Source: an optimization exercise on an open RTL-to-GDS flow (aim: small area, a short achievable clock period and few clock cycles per item). Production flows keep margins and buffers that such runs may drop. Only simulation tests tie the RTL to the original design; equivalence was not proved.

==> job 3020 <==
## frb64_encoder
module frb64_encoder (
    input  wire        clk,
    input  wire        rst,           
    input  wire        in_valid,
    output reg         in_ready,
    input  wire [23:0] in_value,
    input  wire [7:0]  in_flags,
    input  wire [2:0]  cfg_ratio,     
    input  wire        cfg_raw,       
    output reg         out_valid,
    input  wire        out_ready,
    output reg  [31:0] out_data,
    output reg         out_last
);
clock: 14.0 ns
lec_check: 0
abc_area: 1
cap_margin: 25
core_margin: 2
core_utilization: 50
cts_cluster_diameter: 100
cts_cluster_size: 20
place_density: 0.6
slew_margin: 20
run.sh (not shown) runs the stock make flow with config.mk's settings and CLKGATE_MAP_FILE= SYNTH_SCRIPT=/design/flow/synth_recipe.tcl, a recipe that flattens the netlist after the stock synthesis.
==> job 839: changes against job 3020 <==
--- a/flow/design.v
+++ b/flow/design.v
@@ -196,13 +196,13 @@
     wire [55:0] comb_acc  = acc | ({32'd0, rr_bits} << acnt);
     wire [5:0]  comb_cnt  = acnt + (vr ? {1'b0, rr_w} : 6'd0);
     wire        push_full = vr && (comb_cnt >= 6'd32);
     wire        push_need = flush_pend ? (acnt != 6'd0) : (push_full || (vr && rr_last && comb_cnt != 6'd0));
     wire [31:0] push_word = flush_pend ? acc[31:0] : comb_acc[31:0];
     wire        ffull     = (fcount == F);
-    wire        stall     = ffull && (vr || flush_pend);
+    wire        stall     = push_need && ffull;
     wire        push      = push_need && !ffull;
     wire [4:0]  k_use = fb_first ? d_Kw : Ka;
     wire [23:0] q_new = $signed(xb) >>> k_use;
     wire [1:0]  p_use   = fc_first ? d_P : Pa;
     wire [4:0]  w_use   = fc_first ? d_W : Wa;
     wire        is_flag = fc_p1 && (fc_first ? d_sb : Sa);
@@ -258,19 +258,15 @@
                     n_rbase    = wbase;
                     n_rd_ratio = wr_ratio;
                     n_rdec     = 1'b0;
                 end
             end
         end
-        case ({push, pop})
-            2'b10:   n_fcount = fcount + 4'd1;
-            2'b01:   n_fcount = fcount - 4'd1;
-            default: n_fcount = fcount;
-        endcase
+        n_fcount = fcount + (push ? 4'd1 : 4'd0) - (pop ? 4'd1 : 4'd0);
     end
-    wire       room  = push ? (fcount < F - 1) : (fcount < F);
+    wire       room  = (fcount + (push ? 4'd1 : 4'd0)) < F;
     wire       sb_ok = st_trig ? !c_sidebar : !d_sb;
     wire [1:0] h_go, h_inr;
     genvar gh;
     generate
         for (gh = 0; gh < 2; gh = gh + 1) begin : g_hyp
             reg  [5:0] wi_h, wbase_h, ri_h, rbase_h;
@@ -690,83 +686,47 @@
                 gg = gn;
                 pp = pn;
             end
             kadd = p ^ {gg[24:0], cin};
         end
     endfunction
-    function [25:0] kcarry;
-        input [25:0] a, b;
-        input        cin;
-        reg   [25:0] g, p, gg, pp, gn, pn;
-        integer      i, d;
-        begin
-            g  = a & b;
-            p  = a ^ b;
-            gg = g;
-            pp = p;
-            gg[0] = g[0] | (p[0] & cin);
-            for (d = 1; d < 26; d = d * 2) begin
-                gn = gg;
-                pn = pp;
-                for (i = d; i < 26; i = i + 1) begin
-                    gn[i] = gg[i] | (pp[i] & gg[i-d]);
-                    pn[i] = pp[i] & pp[i-d];
-                end
-                gg = gn;
-                pp = pn;
-            end
-            kcarry = {gg[24:0], cin};
-        end
-    endfunction
     wire [25:0] xi_e  = {{2{xi[23]}},  xi};
     wire [25:0] xm1_e = {{2{xm1[23]}}, xm1};
     wire [25:0] xm2_e = {{2{xm2[23]}}, xm2};
     wire [25:0] d1  = kadd(xi_e, ~xm1_e, 1'b1);
-    wire [25:0] bw1 = ~kcarry(xi_e, ~xm1_e, 1'b1);    
+    wire [25:0] bw1 = d1 ^ xi_e ^ xm1_e;             
     wire [25:0] o3  = ~{xm1_e[24:0], 1'b0};
     wire [25:0] cs  = xi_e ^ xm2_e ^ o3;
     wire [25:0] cv  = {(xi_e[24:0] & xm2_e[24:0]) | (xi_e[24:0] & o3[24:0]) |
                        (xm2_e[24:0] & o3[24:0]), 1'b0};
     wire [25:0] d2  = kadd(cs, cv, 1'b1);
-    wire [25:0] cc  = kcarry(cs, cv, 1'b1);          
+    wire [25:0] cc  = d2 ^ cs ^ cv;                  
     reg         q_clr, q_upd;
-    reg         q_s1, q_s2;
-    reg  [25:0] q_m1, q_m2;
-    reg  [25:0] q_so1, q_so2;    
+    reg  [25:0] q_d1, q_d2;
     reg  [23:0] e1;           
     reg  [47:0] e2;           
     integer     kq;
     always @(posedge clk) begin
         q_clr <= clr;
         q_upd <= upd;
-        q_s1  <= d1[25];
-        q_s2  <= d2[25];
-        q_m1  <= d1[25] ? ~d1 : d1;
-        q_m2  <= d2[25] ? ~d2 : d2;
-        q_so1 <= sufor(d1[25] ? ~d1 : d1);
-        q_so2 <= sufor(d2[25] ? ~d2 : d2);
+        q_d1  <= d1;
+        q_d2  <= d2;
         e1    <= bw1[23:0];
         for (kq = 0; kq < 24; kq = kq + 1)
             e2[2*kq +: 2] <= (kq < 1) ? 2'd0 :
                 {(!xm1_e[kq-1] & !cv[kq] & !cc[kq]) | (xm1_e[kq-1] & !(cv[kq] & cc[kq])),
                  xm1_e[kq-1] ^ cv[kq] ^ cc[kq]};
     end
-    wire        s1 = q_s1;
-    wire        s2 = q_s2;
-    wire [25:0] m1 = q_m1;
-    wire [25:0] m2 = q_m2;
-    wire [23:0] h0  = $signed(xi)  >>> 1;
-    wire [23:0] h1  = $signed(xm1) >>> 1;
-    wire [23:0] h2  = $signed(xm2) >>> 1;
-    wire [23:0] ho3 = ~{h1[22:0], 1'b0};
-    wire [23:0] hcs = h0 ^ h2 ^ ho3;
-    wire [23:0] hcv = {(h0[22:0] & h2[22:0]) | (h0[22:0] & ho3[22:0]) | (h2[22:0] & ho3[22:0]), 1'b0};
-    wire [25:0] r21w = kadd({2'b00, hcs}, {2'b00, hcv}, 1'b1);
-    wire [23:0] r21 = r21w[23:0];
-    wire [25:0] so1  = q_so1;
-    wire [25:0] so2  = q_so2;
+    wire        s1 = q_d1[25];
+    wire        s2 = q_d2[25];
+    wire [25:0] m1 = s1 ? ~q_d1 : q_d1;
+    wire [25:0] m2 = s2 ? ~q_d2 : q_d2;
+    wire [1:0]  e21 = e2[3:2];
+    wire [23:0] r21 = q_d2[24:1] + {{22{e21 == 2'd0}}, e21 - 2'd1};
+    wire [25:0] so1  = sufor(m1);
+    wire [25:0] so2  = sufor(m2);
     wire [25:0] so1u = {1'b0, so1[25:1]};
     wire [25:0] so2u = {1'b0, so2[25:1]};
     wire [25:0] nao1 = sufor({1'b0, m1[25:1] & ~m1[24:0]});
     wire [25:0] nao2 = sufor({1'b0, m2[25:1] & ~m2[24:0]});
     wire [25:0] dd1  = sufor(m1 & so1u);
     wire [25:0] dd2  = sufor(m2 & so2u);
@@ -783,21 +743,21 @@
     reg         fresh0, fresh;
     always @(posedge clk) begin
         if (clr)
             fresh0 <= 1'b1;
         else if (upd) begin
             fresh0 <= 1'b0;
-            bm0    <= (fresh0 ? 23'd0 : bm0)  | mag24(xi);
-            bm10   <= (fresh0 ? 23'd0 : bm10) | mag24(d1[23:0]);
-            bm20   <= (fresh0 ? 23'd0 : bm20) | mag24(d2[23:0]);
-            bm21   <= (fresh0 ? 23'd0 : bm21) | mag24(r21);
+            bm0    <= (fresh0 ? 23'd0 : bm0) | mag24(xi);
         end
         if (q_clr)
             fresh <= 1'b1;
         else if (q_upd) begin
             fresh <= 1'b0;
+            bm10  <= (fresh ? 23'd0 : bm10) | mag24(q_d1[23:0]);
+            bm20  <= (fresh ? 23'd0 : bm20) | mag24(q_d2[23:0]);
+            bm21  <= (fresh ? 23'd0 : bm21) | mag24(r21);
             tl1   <= tl1n;
             tl2   <= tl2n;
         end
     end
     function [2:0] merge;
         input [2:0] c, d, n;      
ABC_AREA = default   (was 1)
CORE_UTILIZATION = 55   (was 50)
PLACE_DENSITY = 0.65   (was 0.6)
==> job 972: changes against job 3020 <==
--- a/flow/design.v
+++ b/flow/design.v
@@ -108,25 +108,24 @@
     reg  [7:0] d_hflags;
     reg [15:0] d_crc;
     reg  [5:0] d_B, d_nf;
     reg        d_sb;
     reg        pv;           
     reg  [5:0] pidx;         
+    reg        psec;         
     reg        all_const, all_uniform;
     reg  [7:0] f0_r;
     reg  [4:0] flag_or;
     reg  [2:0] flag_min_hi;
     reg  [1:0] flag_min_lo;
     reg        flag_live;
     reg [15:0] crc;
     wire [22:0] bm0, bm10, bm20, bm21;
     wire [25:0] tl1, tl2;
     wire [71:0] tc1, tc2;
-    reg  [23:0] x2m;
-    always @(posedge clk)
-        x2m <= (wact && wi == 6'd1) ? x0 : x1;
+    wire [23:0] x2m = psec ? x1 : x2;
     frb64_trk u_trk (
         .clk(clk), .clr(pv && pidx == 6'd0), .upd(pv && pidx != 6'd0),
         .xi(x0), .xm1(x1), .xm2(x2m),
         .bm0(bm0), .bm10(bm10), .bm20(bm20), .bm21(bm21),
         .tl1(tl1), .tl2(tl2), .tc1(tc1), .tc2(tc2)
     );
@@ -196,13 +195,13 @@
     wire [55:0] comb_acc  = acc | ({32'd0, rr_bits} << acnt);
     wire [5:0]  comb_cnt  = acnt + (vr ? {1'b0, rr_w} : 6'd0);
     wire        push_full = vr && (comb_cnt >= 6'd32);
     wire        push_need = flush_pend ? (acnt != 6'd0) : (push_full || (vr && rr_last && comb_cnt != 6'd0));
     wire [31:0] push_word = flush_pend ? acc[31:0] : comb_acc[31:0];
     wire        ffull     = (fcount == F);
-    wire        stall     = ffull && (vr || flush_pend);
+    wire        stall     = push_need && ffull;
     wire        push      = push_need && !ffull;
     wire [4:0]  k_use = fb_first ? d_Kw : Ka;
     wire [23:0] q_new = $signed(xb) >>> k_use;
     wire [1:0]  p_use   = fc_first ? d_P : Pa;
     wire [4:0]  w_use   = fc_first ? d_W : Wa;
     wire        is_flag = fc_p1 && (fc_first ? d_sb : Sa);
@@ -258,19 +257,15 @@
                     n_rbase    = wbase;
                     n_rd_ratio = wr_ratio;
                     n_rdec     = 1'b0;
                 end
             end
         end
-        case ({push, pop})
-            2'b10:   n_fcount = fcount + 4'd1;
-            2'b01:   n_fcount = fcount - 4'd1;
-            default: n_fcount = fcount;
-        endcase
+        n_fcount = fcount + (push ? 4'd1 : 4'd0) - (pop ? 4'd1 : 4'd0);
     end
-    wire       room  = push ? (fcount < F - 1) : (fcount < F);
+    wire       room  = (fcount + (push ? 4'd1 : 4'd0)) < F;
     wire       sb_ok = st_trig ? !c_sidebar : !d_sb;
     wire [1:0] h_go, h_inr;
     genvar gh;
     generate
         for (gh = 0; gh < 2; gh = gh + 1) begin : g_hyp
             reg  [5:0] wi_h, wbase_h, ri_h, rbase_h;
@@ -382,12 +377,13 @@
             else if (!s_act && out_free && dec_pend)
                 dec_pend <= 1'b0;
         end
         rd_ratio <= n_rd_ratio;
         if (in_fire) begin
             pidx <= wact ? wi : 6'd0;
+            psec <= wact && (wi == 6'd1);
             if (!wact) begin
                 wr_ratio <= cfg_ratio;
                 wr_raw   <= cfg_raw;
             end
             if (wact && wi == 6'd63)
                 rd_raw <= wr_raw;
@@ -666,107 +662,47 @@
             s = s | (s >> 4);
             s = s | (s >> 8);
             s = s | (s >> 16);
             sufor = s;
         end
     endfunction
-    function [25:0] kadd;
-        input [25:0] a, b;
-        input        cin;
-        reg   [25:0] g, p, gg, pp, gn, pn;
-        integer      i, d;
-        begin
-            g  = a & b;
-            p  = a ^ b;
-            gg = g;
-            pp = p;
-            gg[0] = g[0] | (p[0] & cin);
-            for (d = 1; d < 26; d = d * 2) begin
-                gn = gg;
-                pn = pp;
-                for (i = d; i < 26; i = i + 1) begin
-                    gn[i] = gg[i] | (pp[i] & gg[i-d]);
-                    pn[i] = pp[i] & pp[i-d];
-                end
-                gg = gn;
-                pp = pn;
-            end
-            kadd = p ^ {gg[24:0], cin};
-        end
-    endfunction
-    function [25:0] kcarry;
-        input [25:0] a, b;
-        input        cin;
-        reg   [25:0] g, p, gg, pp, gn, pn;
-        integer      i, d;
-        begin
-            g  = a & b;
-            p  = a ^ b;
-            gg = g;
-            pp = p;
-            gg[0] = g[0] | (p[0] & cin);
-            for (d = 1; d < 26; d = d * 2) begin
-                gn = gg;
-                pn = pp;
-                for (i = d; i < 26; i = i + 1) begin
-                    gn[i] = gg[i] | (pp[i] & gg[i-d]);
-                    pn[i] = pp[i] & pp[i-d];
-                end
-                gg = gn;
-                pp = pn;
-            end
-            kcarry = {gg[24:0], cin};
-        end
-    endfunction
     wire [25:0] xi_e  = {{2{xi[23]}},  xi};
     wire [25:0] xm1_e = {{2{xm1[23]}}, xm1};
     wire [25:0] xm2_e = {{2{xm2[23]}}, xm2};
-    wire [25:0] d1  = kadd(xi_e, ~xm1_e, 1'b1);
-    wire [25:0] bw1 = ~kcarry(xi_e, ~xm1_e, 1'b1);    
+    wire [25:0] d1  = xi_e - xm1_e;
+    wire [25:0] bw1 = d1 ^ xi_e ^ xm1_e;             
     wire [25:0] o3  = ~{xm1_e[24:0], 1'b0};
     wire [25:0] cs  = xi_e ^ xm2_e ^ o3;
     wire [25:0] cv  = {(xi_e[24:0] & xm2_e[24:0]) | (xi_e[24:0] & o3[24:0]) |
                        (xm2_e[24:0] & o3[24:0]), 1'b0};
-    wire [25:0] d2  = kadd(cs, cv, 1'b1);
-    wire [25:0] cc  = kcarry(cs, cv, 1'b1);          
+    wire [25:0] d2  = cs + cv + 26'd1;
+    wire [25:0] cc  = d2 ^ cs ^ cv;                  
     reg         q_clr, q_upd;
-    reg         q_s1, q_s2;
-    reg  [25:0] q_m1, q_m2;
-    reg  [25:0] q_so1, q_so2;    
+    reg  [25:0] q_d1, q_d2;
     reg  [23:0] e1;           
     reg  [47:0] e2;           
     integer     kq;
     always @(posedge clk) begin
         q_clr <= clr;
         q_upd <= upd;
-        q_s1  <= d1[25];
-        q_s2  <= d2[25];
-        q_m1  <= d1[25] ? ~d1 : d1;
-        q_m2  <= d2[25] ? ~d2 : d2;
-        q_so1 <= sufor(d1[25] ? ~d1 : d1);
-        q_so2 <= sufor(d2[25] ? ~d2 : d2);
+        q_d1  <= d1;
+        q_d2  <= d2;
         e1    <= bw1[23:0];
         for (kq = 0; kq < 24; kq = kq + 1)
             e2[2*kq +: 2] <= (kq < 1) ? 2'd0 :
                 {(!xm1_e[kq-1] & !cv[kq] & !cc[kq]) | (xm1_e[kq-1] & !(cv[kq] & cc[kq])),
                  xm1_e[kq-1] ^ cv[kq] ^ cc[kq]};
     end
-    wire        s1 = q_s1;
-    wire        s2 = q_s2;
-    wire [25:0] m1 = q_m1;
-    wire [25:0] m2 = q_m2;
-    wire [23:0] h0  = $signed(xi)  >>> 1;
-    wire [23:0] h1  = $signed(xm1) >>> 1;
-    wire [23:0] h2  = $signed(xm2) >>> 1;
-    wire [23:0] ho3 = ~{h1[22:0], 1'b0};
-    wire [23:0] hcs = h0 ^ h2 ^ ho3;
-    wire [23:0] hcv = {(h0[22:0] & h2[22:0]) | (h0[22:0] & ho3[22:0]) | (h2[22:0] & ho3[22:0]), 1'b0};
-    wire [25:0] r21w = kadd({2'b00, hcs}, {2'b00, hcv}, 1'b1);
-    wire [23:0] r21 = r21w[23:0];
-    wire [25:0] so1  = q_so1;
-    wire [25:0] so2  = q_so2;
+    wire        s1 = q_d1[25];
+    wire        s2 = q_d2[25];
+    wire [25:0] m1 = s1 ? ~q_d1 : q_d1;
+    wire [25:0] m2 = s2 ? ~q_d2 : q_d2;
+    wire [1:0]  e21 = e2[3:2];
+    wire [23:0] r21 = q_d2[24:1] + {{22{e21 == 2'd0}}, e21 - 2'd1};
+    wire [25:0] so1  = sufor(m1);
+    wire [25:0] so2  = sufor(m2);
     wire [25:0] so1u = {1'b0, so1[25:1]};
     wire [25:0] so2u = {1'b0, so2[25:1]};
     wire [25:0] nao1 = sufor({1'b0, m1[25:1] & ~m1[24:0]});
     wire [25:0] nao2 = sufor({1'b0, m2[25:1] & ~m2[24:0]});
     wire [25:0] dd1  = sufor(m1 & so1u);
     wire [25:0] dd2  = sufor(m2 & so2u);
@@ -783,21 +719,21 @@
     reg         fresh0, fresh;
     always @(posedge clk) begin
         if (clr)
             fresh0 <= 1'b1;
         else if (upd) begin
             fresh0 <= 1'b0;
-            bm0    <= (fresh0 ? 23'd0 : bm0)  | mag24(xi);
-            bm10   <= (fresh0 ? 23'd0 : bm10) | mag24(d1[23:0]);
-            bm20   <= (fresh0 ? 23'd0 : bm20) | mag24(d2[23:0]);
-            bm21   <= (fresh0 ? 23'd0 : bm21) | mag24(r21);
+            bm0    <= (fresh0 ? 23'd0 : bm0) | mag24(xi);
         end
         if (q_clr)
             fresh <= 1'b1;
         else if (q_upd) begin
             fresh <= 1'b0;
+            bm10  <= (fresh ? 23'd0 : bm10) | mag24(q_d1[23:0]);
+            bm20  <= (fresh ? 23'd0 : bm20) | mag24(q_d2[23:0]);
+            bm21  <= (fresh ? 23'd0 : bm21) | mag24(r21);
             tl1   <= tl1n;
             tl2   <= tl2n;
         end
     end
     function [2:0] merge;
         input [2:0] c, d, n;      
@@ -1006,22 +942,29 @@
             s_l2  <= tcount(tl2);
             s_b10 <= tcount(t10);
             s_b20 <= tcount(t20);
             s_b21 <= tcount(t21);
         end
     end
-    wire [4:0] dd0 = (s_l0 > k_r) ? s_l0 - k_r : 5'd0;
-    wire [4:0] dd1 = (s_l1 > k_r + 5'd2) ? s_l1 - k_r : 5'd2;
-    wire [4:0] dd2 = (s_l2 > k_r + 5'd2) ? s_l2 - k_r : 5'd2;
-    reg  [4:0] ww0, ww1, ww2;
+    reg  [4:0] t_d0, t_d1, t_d2, t_b10, t_b20, t_b21, t_k;
+    reg  [1:0] t_c1, t_c2;
     always @(posedge clk) begin
-        ww0 <= dd0 + 5'd1;
-        ww1 <= (k_r == 5'd0) ? s_b10 + 5'd1 : dd1 + {3'b000, s_c1} - 5'd1;
-        ww2 <= (k_r == 5'd0) ? s_b20 + 5'd1 :
-               (k_r == 5'd1) ? s_b21 + 5'd1 : dd2 + {3'b000, s_c2} - 5'd1;
-    end
+        t_d0  <= (s_l0 > k_r) ? s_l0 - k_r : 5'd0;
+        t_d1  <= (s_l1 > k_r + 5'd2) ? s_l1 - k_r : 5'd2;
+        t_d2  <= (s_l2 > k_r + 5'd2) ? s_l2 - k_r : 5'd2;
+        t_b10 <= s_b10;
+        t_b20 <= s_b20;
+        t_b21 <= s_b21;
+        t_k   <= k_r;
+        t_c1  <= s_c1;
+        t_c2  <= s_c2;
+    end
+    wire [4:0] ww0 = t_d0 + 5'd1;
+    wire [4:0] ww1 = (t_k == 5'd0) ? t_b10 + 5'd1 : t_d1 + {3'b000, t_c1} - 5'd1;
+    wire [4:0] ww2 = (t_k == 5'd0) ? t_b20 + 5'd1 :
+                     (t_k == 5'd1) ? t_b21 + 5'd1 : t_d2 + {3'b000, t_c2} - 5'd1;
     reg  [4:0] wb;
     reg  [1:0] pb;
     always @* begin
         wb = ww0;
         pb = 2'd0;
         if (ww1 < wb) begin wb = ww1; pb = 2'd1; end
ABC_AREA = default   (was 1)
CORE_UTILIZATION = 55   (was 50)
PLACE_DENSITY = 0.65   (was 0.6)
==> run summary <==
| quantity | job 839 | job 972 | job 3020 |
|---|---|---|---|
| Outcome | timing/DRC/antenna clean | timing/DRC/antenna clean | timing/DRC/antenna clean |
| Worst-case reg-to-reg path depth | 11 | 14 | 16 |
| Number of antenna violations at the first check in global routing | 29 | 41 | 47 |
| Worst-Margin Slew | 1.26 ns | 1.15 ns | 1.17 ns |
| Relative area of clock buffers and inverters in the final design | 4.27% | 4.28% | 4.25% |
| Crit Reg-Reg Startpoint | u_trk.q_d2[25] | u_trk.q_d2[25] | xring[21] |
| Sum of buffers and inverters on the critical path | 0 | 4 | 3 |
| Share of cell area taken by multi-input logic gates | 33.8% | 34.2% | 31.1% |
| Total CTS buffers | 198 | 200 | 206 |
| Flip-flop and latch count after synthesis | 3393 | 3393 | 3499 |
| Bufs on Longest Clock Path | 3 | 3 | 4 |
| Comb_multi_in | 7159 | 7235 | 8232 |
| Synthesized netlist net count | 12200 | 12200 | 14100 |
| Via Count | 93400 | 94600 | 98400 |
| Area fraction of the dominant cell type after synthesis | 36.6% | 36.4% | 37.7% |
| Diode count | 18 | 18 | 9 |
| Initial standard-cell utilization of the core | 55.3% | 55.4% | 50.2% |
| Pre-CTS WS | 7.69 ns | 7.74 ns | 8.11 ns |
| Average wire per cell in the routed design | 28.7 um | 29.3 um | 25.0 um |
| Die area | 240000 um^2 | 241000 um^2 | 268000 um^2 |
| Largest fanout on the critical path | 88 | 76 | 27 |
| Slowest Stage Delay on Critical Path | 0.84 ns | 0.85 ns | 0.77 ns |
| Instance count after placement with tap cells included | 14600 | 14600 | 16900 |
| Worst clock skew on the final layout | 0.133 ns | 0.115 ns | 0.0796 ns |
Testbench counts of job 3020, summed over its fixed seeds: cycles 26,872, blocks 384.
Testbench counts of job 839, summed over its fixed seeds: cycles 26,872, blocks 384.
Testbench counts of job 972, summed over its fixed seeds: cycles 26,872, blocks 384.

-- afterwards: timing with drivers on the ports --
Ports are ideal in the flow. The routed layouts listed here were re-timed in OpenROAD. Step 1 sets driving cells, clkbuf_16 on the clock port and buf_2 on the other inputs (assumed; they add their load-dependent delay and slew). Step 2 moves the port delays by t, midway between the first and last clock arrival at a register: inputs arrive t later, outputs are due t later. That takes back most of the time a late clock gives input paths. Three values: ideal ports, drivers, drivers and shift; two values: the first two.
run	t (ns)	setup slack, ns	worst slew at a driven data input, ns
job 3020	1.006	8.695 / 8.695 / 8.001	0.05
job 839	0.990	7.357 / 7.357 / 7.357	0.09
job 972	0.992	7.475 / 7.475 / 7.475	0.06
After both steps every run listed still meets setup and hold. The setup slack of job 3020, which loses most, moves by 0.000 ns with the drivers and by -0.694 ns with both steps.
